What follows belongs to an exercise in optimizing a design on an open flow for small area, a short achievable clock period and few clock cycles per item; a production flow would make more cautious choices.
The RTL was checked by simulation tests, not by an equivalence proof against the original design.

==> trial 45 <==
// tmu_stats
module tmu_stats (
    input  wire         clk,
    input  wire         rst,
    input  wire         in_valid,
    output reg          in_ready,
    input  wire [47:0]  in_count,
    input  wire [95:0]  in_sum,
    input  wire [127:0] in_sumsq,
    output reg          out_valid,
    output wire [63:0]  out_mean,
    output wire [63:0]  out_stddev
);
export LEC_CHECK = 0
export ABC_CLOCK_PERIOD_IN_PS = 3000
export CAP_MARGIN = 30
export CORE_MARGIN = 2
export CORE_UTILIZATION = 40
export SLEW_MARGIN = 30
create_clock -name core_clock -period 10.0 [get_ports {clk}]
standard.sh (not shown) runs the stock make flow with config.mk's settings and CLKGATE_MAP_FILE= SYNTH_SCRIPT=/design/flow/synth_recipe.tcl, a recipe that flattens the netlist after the stock synthesis.
==> flow/flow/run.sh <==
#!/bin/bash
# Standard synthesis, then the standard layout with a larger setup margin
# for repair_timing (the SDC is unchanged).
set -euo pipefail
bash standard.sh synth > synth.log 2>&1
bash standard.sh SETUP_SLACK_MARGIN=6.5 finish > layout.log 2>&1
==> build 6: changes against trial 45 <==
--- a/flow/design.v
+++ b/flow/design.v
@@ -12,85 +12,104 @@
 );
     localparam C = 11;               
     reg  [3:0] ph;                   
     wire       last = (ph == C - 1);  
     reg          m_v, m_sgn;
     reg  [32:0]  m_n;
     reg  [99:0]  m_q;
     reg  [63:0]  m_u;
-    reg  [65:0]  m_ux;               
     reg  [66:0]  m_cs, m_cc;
-    reg  [1:0]   m_cy;
+    reg  [9:0]   m_ls, m_lc;
     reg  [14:0]  m_cq, m_cu;         
     wire         in_sgn = in_sum[95];
     wire [63:0]  in_u   = in_sum[63:0] ^ {64{in_sgn}};
     function [14:0] booth5;
         input [10:0] w;
         input        inv;            
         integer k;
         reg [2:0] b;
         begin
             for (k = 0; k < 5; k = k + 1) begin
                 b = w[2*k +: 3];
                 booth5[3*k +: 3] = {b[1] ^ b[0], (b == 3'b100) | (b == 3'b011), b[2] ^ inv};
             end
         end
     endfunction
     wire [10:0]  m_wq = last ? {in_sumsq[9:0], 1'b0} : m_q[19:9];
-    wire [10:0]  m_wu = last ? {in_u[9:0], 1'b0} : m_ux[19:9];
+    reg  [10:0]  m_wu;               
+    always @(*) begin
+        case (ph)
+        4'd0:    m_wu = m_u[19:9];
+        4'd1:    m_wu = m_u[29:19];
+        4'd2:    m_wu = m_u[39:29];
+        4'd3:    m_wu = m_u[49:39];
+        4'd4:    m_wu = m_u[59:49];
+        4'd5:    m_wu = {6'd0, m_u[63:59]};
+        4'd10:   m_wu = {in_u[9:0], 1'b0};
+        default: m_wu = 11'd0;
+        endcase
+    end
+    wire [10:0]  m_lo  = {1'd0, m_ls} + {1'd0, m_lc};
     wire [66:0]  m_cs1, m_cc1;
-    wire [1:0]   m_cy1;
-    wire [9:0]   m_p;
-    mstep5 m_st (.cs(m_cs), .cc(m_cc), .cy(m_cy), .n(m_n), .u(m_u), .cq(m_cq), .cu(m_cu),
-                 .cs_o(m_cs1), .cc_o(m_cc1), .cy_o(m_cy1), .p(m_p));
-    wire [26:0]  m_dh  = m_cs[26:0] + m_cc[26:0] + {25'd0, m_cy};    
+    wire [9:0]   m_ls1, m_lc1;
+    mstep5 m_st (.cs(m_cs), .cc(m_cc), .cy(m_lo[10]), .n(m_n), .u(m_u), .cq(m_cq), .cu(m_cu),
+                 .cs_o(m_cs1), .cc_o(m_cc1), .ls_o(m_ls1), .lc_o(m_lc1));
+    wire [36:0]  m_dh;
+    padd #(.W(37)) m_add (.a({m_cs[26:0], m_ls}), .b({m_cc[26:0], m_lc}),
+                          .cin(1'b0), .s(m_dh), .cout());
     wire [63:0]  m_abs = m_u + {63'd0, m_sgn};
     reg          s1_v, s1_sgn;
     reg  [32:0]  s1_n;
     reg  [39:0]  s1_x;               
     reg  [109:0] s1_xl;              
     reg  [9:0]   s1_r;
     reg  [10:0]  s1_rem;
     reg  [32:0]  s1_rm;              
     reg  [39:0]  s1_qm;              
     wire [10:0]  s1_nrem;
     wire         s1_g1, s1_g2;
     sq2 #(.QW(10), .RW(11)) s1_sq (.rem(s1_rem), .r(s1_r), .x(s1_x[39:36]),
                                    .rem_o(s1_nrem), .g1(s1_g1), .g2(s1_g2));
     wire [72:0]  s1_stm;
-    dstep2 #(.DW(40)) s1_dm (.rem(s1_rm), .dq(s1_qm), .dv(s1_n), .out(s1_stm));
+    dstep1 s1_dm (.rem(s1_rm), .dq(s1_qm), .dv(s1_n), .out(s1_stm));
     reg          s2_v, s2_sgn;
     reg  [32:0]  s2_n;
     reg  [39:0]  s2_x;               
     reg  [69:0]  s2_xl;              
     reg  [29:0]  s2_r;
     reg  [30:0]  s2_rem;
     reg  [32:0]  s2_rm;
     reg  [39:0]  s2_qm;
     wire [30:0]  s2_nrem;
     wire         s2_g1, s2_g2;
     sq2 #(.QW(30), .RW(31)) s2_sq (.rem(s2_rem), .r(s2_r), .x(s2_x[39:36]),
                                    .rem_o(s2_nrem), .g1(s2_g1), .g2(s2_g2));
     wire [72:0]  s2_stm;
-    dstep2 #(.DW(40)) s2_dm (.rem(s2_rm), .dq(s2_qm), .dv(s2_n), .out(s2_stm));
-    reg          s3_v, s3_sgn, s3_mex;
+    dstep1 s2_dm (.rem(s2_rm), .dq(s2_qm), .dv(s2_n), .out(s2_stm));
+    reg          s3_v, s3_sgn;
     reg  [32:0]  s3_n;
-    reg  [36:0]  s3_qm;              
+    reg  [32:0]  s3_rm;
+    reg  [39:0]  s3_qm;
+    wire [72:0]  s3_stm;
+    dstep1 s3_dm (.rem(s3_rm), .dq(s3_qm), .dv(s3_n), .out(s3_stm));
     reg  [39:0]  s3_x;               
     reg  [29:0]  s3_xl;              
     reg  [49:0]  s3_r;
     reg  [50:0]  s3_rem;
     wire [50:0]  s3_nrem;
     wire         s3_g1, s3_g2;
     sq2 #(.QW(50), .RW(51)) s3_sq (.rem(s3_rem), .r(s3_r), .x(s3_x[39:36]),
                                    .rem_o(s3_nrem), .g1(s3_g1), .g2(s3_g2));
-    reg          s4_v, s4_sgn, s4_mex;
+    reg          s4_v, s4_sgn;
     reg  [32:0]  s4_n;
-    reg  [36:0]  s4_qm;
+    reg  [32:0]  s4_rm;
+    reg  [39:0]  s4_qm;
+    wire [72:0]  s4_stm;
+    dstep1 s4_dm (.rem(s4_rm), .dq(s4_qm), .dv(s4_n), .out(s4_stm));
     reg  [29:0]  s4_x;               
     reg  [69:0]  s4_r;
     reg  [70:0]  s4_rem;
     wire [70:0]  s4_nrem;
     wire         s4_g1, s4_g2;
     sq2 #(.QW(70), .RW(71)) s4_sq (.rem(s4_rem), .r(s4_r), .x(s4_x[29:26]),
                                    .rem_o(s4_nrem), .g1(s4_g1), .g2(s4_g2));
     reg          q1_v, q1_sgn, q1_mex, q1_sex;
@@ -151,127 +170,130 @@
     always @(posedge clk) begin
         o_mean <= q_zero ? 37'd0 : q_mean;
         o_sd   <= q_zero ? 36'd0 : q_sd;
         if (last) begin
             m_n    <= in_count[32:0];
             m_q    <= {5'd0, in_sumsq[94:0]};
             m_u    <= in_u;
             m_sgn  <= in_sgn;
-            m_ux   <= {2'd0, in_u};
             m_cs   <= in_sgn ? {2'b01, in_sum[63:0], 1'b1} : {1'b1, 66'd0};
             m_cc   <= 67'd0;
-            m_cy   <= 2'd0;
+            m_ls   <= 10'd0;
+            m_lc   <= 10'd0;
             s1_n   <= m_n;
             s1_sgn <= m_sgn;
-            s1_x   <= {23'd0, m_dh[26:10]};
-            s1_xl  <= {m_dh[9:0], m_q};
+            s1_x   <= {23'd0, m_dh[36:20]};
+            s1_xl  <= {m_dh[19:0], m_q[99:10]};
             s1_r   <= 10'd0;
             s1_rem <= 11'd0;
             s1_rm  <= {4'd0, m_abs[63:35]};
             s1_qm  <= {m_abs[34:0], 5'd0};
             s2_n   <= s1_n;
             s2_sgn <= s1_sgn;
             s2_x   <= s1_xl[109:70];
             s2_xl  <= s1_xl[69:0];
             s2_r   <= {20'd0, s1_r};
             s2_rem <= {20'd0, s1_rem};
             s2_rm  <= s1_rm;
             s2_qm  <= s1_qm;
             s3_n   <= s2_n;
             s3_sgn <= s2_sgn;
-            s3_qm  <= s2_qm[36:0];
-            s3_mex <= (s2_rm == 33'd0);
+            s3_rm  <= s2_rm;
+            s3_qm  <= s2_qm;
             s3_x   <= s2_xl[69:30];
             s3_xl  <= s2_xl[29:0];
             s3_r   <= {20'd0, s2_r};
             s3_rem <= {20'd0, s2_rem};
             s4_n   <= s3_n;
             s4_sgn <= s3_sgn;
+            s4_rm  <= s3_rm;
             s4_qm  <= s3_qm;
-            s4_mex <= s3_mex;
             s4_x   <= s3_xl;
             s4_r   <= {20'd0, s3_r};
             s4_rem <= {20'd0, s3_rem};
             q1_n   <= s4_n;
             q1_sgn <= s4_sgn;
-            q1_qm  <= s4_qm;
-            q1_mex <= s4_mex;
+            q1_qm  <= s4_qm[36:0];
+            q1_mex <= (s4_rm == 33'd0);
             q1_sex <= (s4_rem == 71'd0);
             q1_rs  <= {4'd0, s4_r[68:40]};
             q1_qs  <= s4_r[39:0];
             q2_n   <= q1_n;
             q2_sgn <= q1_sgn;
             q2_qm  <= q1_qm;
             q2_mex <= q1_mex;
             q2_sex <= q1_sex;
             q2_rs  <= q1_rs;
             q2_qs  <= q1_qs;
         end else begin
             m_cs   <= m_cs1;
             m_cc   <= m_cc1;
-            m_cy   <= m_cy1;
-            m_q    <= {m_p, m_q[99:10]};
-            m_ux   <= {10'd0, m_ux[65:10]};
+            m_ls   <= m_ls1;
+            m_lc   <= m_lc1;
+            m_q    <= {m_lo[9:0], m_q[99:10]};
             s1_x   <= {s1_x[35:0], 4'd0};
             s1_r   <= {s1_r[7:0], s1_g1, s1_g2};
             s1_rem <= s1_nrem;
             {s1_rm, s1_qm} <= s1_stm;
             s2_x   <= {s2_x[35:0], 4'd0};
             s2_r   <= {s2_r[27:0], s2_g1, s2_g2};
             s2_rem <= s2_nrem;
             {s2_rm, s2_qm} <= s2_stm;
             s3_x   <= {s3_x[35:0], 4'd0};
             s3_r   <= {s3_r[47:0], s3_g1, s3_g2};
             s3_rem <= s3_nrem;
+            {s3_rm, s3_qm} <= s3_stm;
             s4_x   <= {s4_x[25:0], 4'd0};
             s4_r   <= {s4_r[67:0], s4_g1, s4_g2};
             s4_rem <= s4_nrem;
+            {s4_rm, s4_qm} <= s4_stm;
             {q1_rs, q1_qs} <= q1_sts;
             {q2_rs, q2_qs} <= q2_sts;
         end
     end
 endmodule
 module mstep5 (
     input  wire [66:0] cs,
     input  wire [66:0] cc,
-    input  wire [1:0]  cy,
+    input  wire        cy,           
     input  wire [32:0] n,
     input  wire [63:0] u,
     input  wire [14:0] cq,           
     input  wire [14:0] cu,           
     output wire [66:0] cs_o,
     output wire [66:0] cc_o,
-    output wire [1:0]  cy_o,
-    output wire [9:0]  p
+    output wire [9:0]  ls_o,
+    output wire [9:0]  lc_o
 );
     wire [76:0] rn [0:4];
     wire [76:0] ru [0:4];
     genvar k;
     generate
         for (k = 0; k < 5; k = k + 1) begin : row
             wire        n1 = cq[3*k+2], n2 = cq[3*k+1], nn = cq[3*k];
             wire        u1 = cu[3*k+2], u2 = cu[3*k+1], un = cu[3*k];
             wire [33:0] mn = ({34{n1}} & {1'd0, n}) | ({34{n2}} & {n, 1'b0});
             wire [64:0] mu = ({65{u1}} & {1'd0, u}) | ({65{u2}} & {u, 1'b0});
-            wire [67:0] pn = {~nn, {33{nn}}, mn ^ {34{nn}}};
-            wire [66:0] pu = {~un, un, mu ^ {65{un}}};
-            assign rn[k] = {{(9-2*k){1'b0}}, pn, {(2*k){1'b0}}};
-            assign ru[k] = {{(10-2*k){1'b0}}, pu, {(2*k){1'b0}}};
+            wire [34:0] pn = {~nn, mn ^ {34{nn}}};
+            wire [65:0] pu = {~un, mu ^ {65{un}}};
+            assign rn[k] = {{(42-2*k){1'b0}}, pn, {(2*k){1'b0}}};
+            assign ru[k] = {{(11-2*k){1'b0}}, pu, {(2*k){1'b0}}};
         end
     endgenerate
     wire [76:0] n1x = rn[1] | {76'd0, cq[0]};
     wire [76:0] u1x = ru[1] | {76'd0, cu[0]};
-    wire [76:0] n2x = rn[2] | {74'd0, cq[3], cy};
+    wire [76:0] n2x = rn[2] | {74'd0, cq[3], 2'b0};
     wire [76:0] u2x = ru[2] | {72'd0, cu[3], 2'b0};
     wire [76:0] n3x = rn[3] | {70'd0, cq[6], 4'b0};
     wire [76:0] u3x = ru[3] | {70'd0, cu[6], 4'b0};
     wire [76:0] n4x = rn[4] | {68'd0, cq[9], 6'b0};
     wire [76:0] u4x = ru[4] | {68'd0, cu[9], 6'b0};
-    wire [76:0] e   = {68'd0, cq[12], 8'b0};
+    localparam [76:0] K = 77'd341 * ((77'd5 << 65) - (77'd1 << 34));
+    wire [76:0] e   = K | {67'd0, cq[12] & cu[12], cq[12] ^ cu[12], 8'b0};
     wire [76:0] a0  = {10'd0, cs};
     wire [76:0] b0  = {10'd0, cc};
     function [153:0] csa;            
         input [76:0] x, y, z;
         begin
             csa = {x ^ y ^ z, ((x & y) | (x & z) | (y & z)) << 1};
         end
     endfunction
@@ -283,24 +305,34 @@
     wire [76:0] l2 [0:5];
     assign {l2[0], l2[1]} = csa(l1[0], l1[1], l1[2]);
     assign {l2[2], l2[3]} = csa(l1[3], l1[4], l1[5]);
     assign {l2[4], l2[5]} = csa(l1[6], l1[7], e);
     wire [76:0] l3 [0:3];
     assign {l3[0], l3[1]} = csa(l2[0], l2[1], l2[2]);
     assign {l3[2], l3[3]} = csa(l2[3], l2[4], l2[5]);
     wire [76:0] l4 [0:1];
-    assign {l4[0], l4[1]} = csa(l3[0], l3[1], l3[2]);
+    assign {l4[0], l4[1]} = csa(l3[0], l3[1] | {76'd0, cy}, l3[2]);
     wire [76:0] fs, fc;
     assign {fs, fc} = csa(l4[0], l4[1], l3[3]);
-    wire [11:0] lo = {2'd0, fs[9:0]} + {2'd0, fc[9:0]} + {3'd0, cu[12], 8'd0};
     assign cs_o = fs[76:10];
     assign cc_o = fc[76:10];
-    assign cy_o = lo[11:10];
-    assign p    = lo[9:0];
+    assign ls_o = fs[9:0];
+    assign lc_o = fc[9:0];
+endmodule
+module dstep1 (
+    input  wire [32:0] rem,
+    input  wire [39:0] dq,
+    input  wire [32:0] dv,
+    output wire [72:0] out
+);
+    wire [33:0] d;
+    wire        g;
+    padd #(.W(34)) a1 (.a({rem, dq[39]}), .b(~{1'b0, dv}), .cin(1'b1), .s(d), .cout(g));
+    assign out = {g ? d[32:0] : {rem[31:0], dq[39]}, dq[38:0], g};
 endmodule
 module sq2 #(parameter QW = 32, parameter RW = 34) (
     input  wire [RW-1:0] rem,
     input  wire [QW-1:0] r,
     input  wire [3:0]    x,
     output wire [RW-1:0] rem_o,
     output wire          g1,
     output wire          g2
==> flow/flow/run.sh (replaced) <==
#!/bin/bash
# Standard synthesis, then the standard layout with a larger setup margin
# for repair_timing (the SDC is unchanged).
set -euo pipefail
bash standard.sh synth > synth.log 2>&1
bash standard.sh SETUP_SLACK_MARGIN=6.0 finish > layout.log 2>&1
==> summary of the runs <==
Build 6 finished with timing, DRC and antenna clean. Trial 45 completed without violations. In trial 45 the critical path depth is lower than in build 6, by 2. In build 6 the flip-flop and latch count is higher than in trial 45, by 21. Die area: trial 45 is higher than build 6 (about 4.7%). In build 6 the via count is smaller than in trial 45, by 5.8%. Between trial 45 and build 6, the lower first-iteration DRC count is in build 6 (gap 15%, measured against build 6). Global-route usage: build 6 is lower than trial 45 (1.6 points). Between build 6 and trial 45, the lower utilization is in build 6 (gap 1.2 points). Against build 6, the non-clock buffer count of trial 45 is higher by 259.
Testbench counts of trial 45, summed over its fixed seeds: cycles 26,944, items 2,400.
Testbench counts of build 6, summed over its fixed seeds: cycles 26,944, items 2,400.

[static timing again, ports no longer ideal]
In the flow no input, the clock included, has a driving cell. The finished layouts below were timed again as built, in two steps. Step 1 (the two cells are an assumption about what drives the block):
set clk [get_ports {clk}]
set_driving_cell -lib_cell sky130_fd_sc_hd__clkbuf_16 $clk
set_driving_cell -lib_cell sky130_fd_sc_hd__buf_2 [delete_from_list [all_inputs] $clk]
Step 2 moves the port delays by t, midway between the first and last clock arrival at a register: inputs arrive t later, outputs are due t later. That takes back most of the time a late clock gives input paths. Three values: ideal, step 1, step 2; two values: the first two.
run	t, ns	slack for setup (ns)	cell pins on the clock port's net
trial 45	1.012	4.864 / 4.864 / 4.864	1
build 6	0.996	5.597 / 5.597 / 5.597	1
After both steps setup and hold are still met in every run listed.
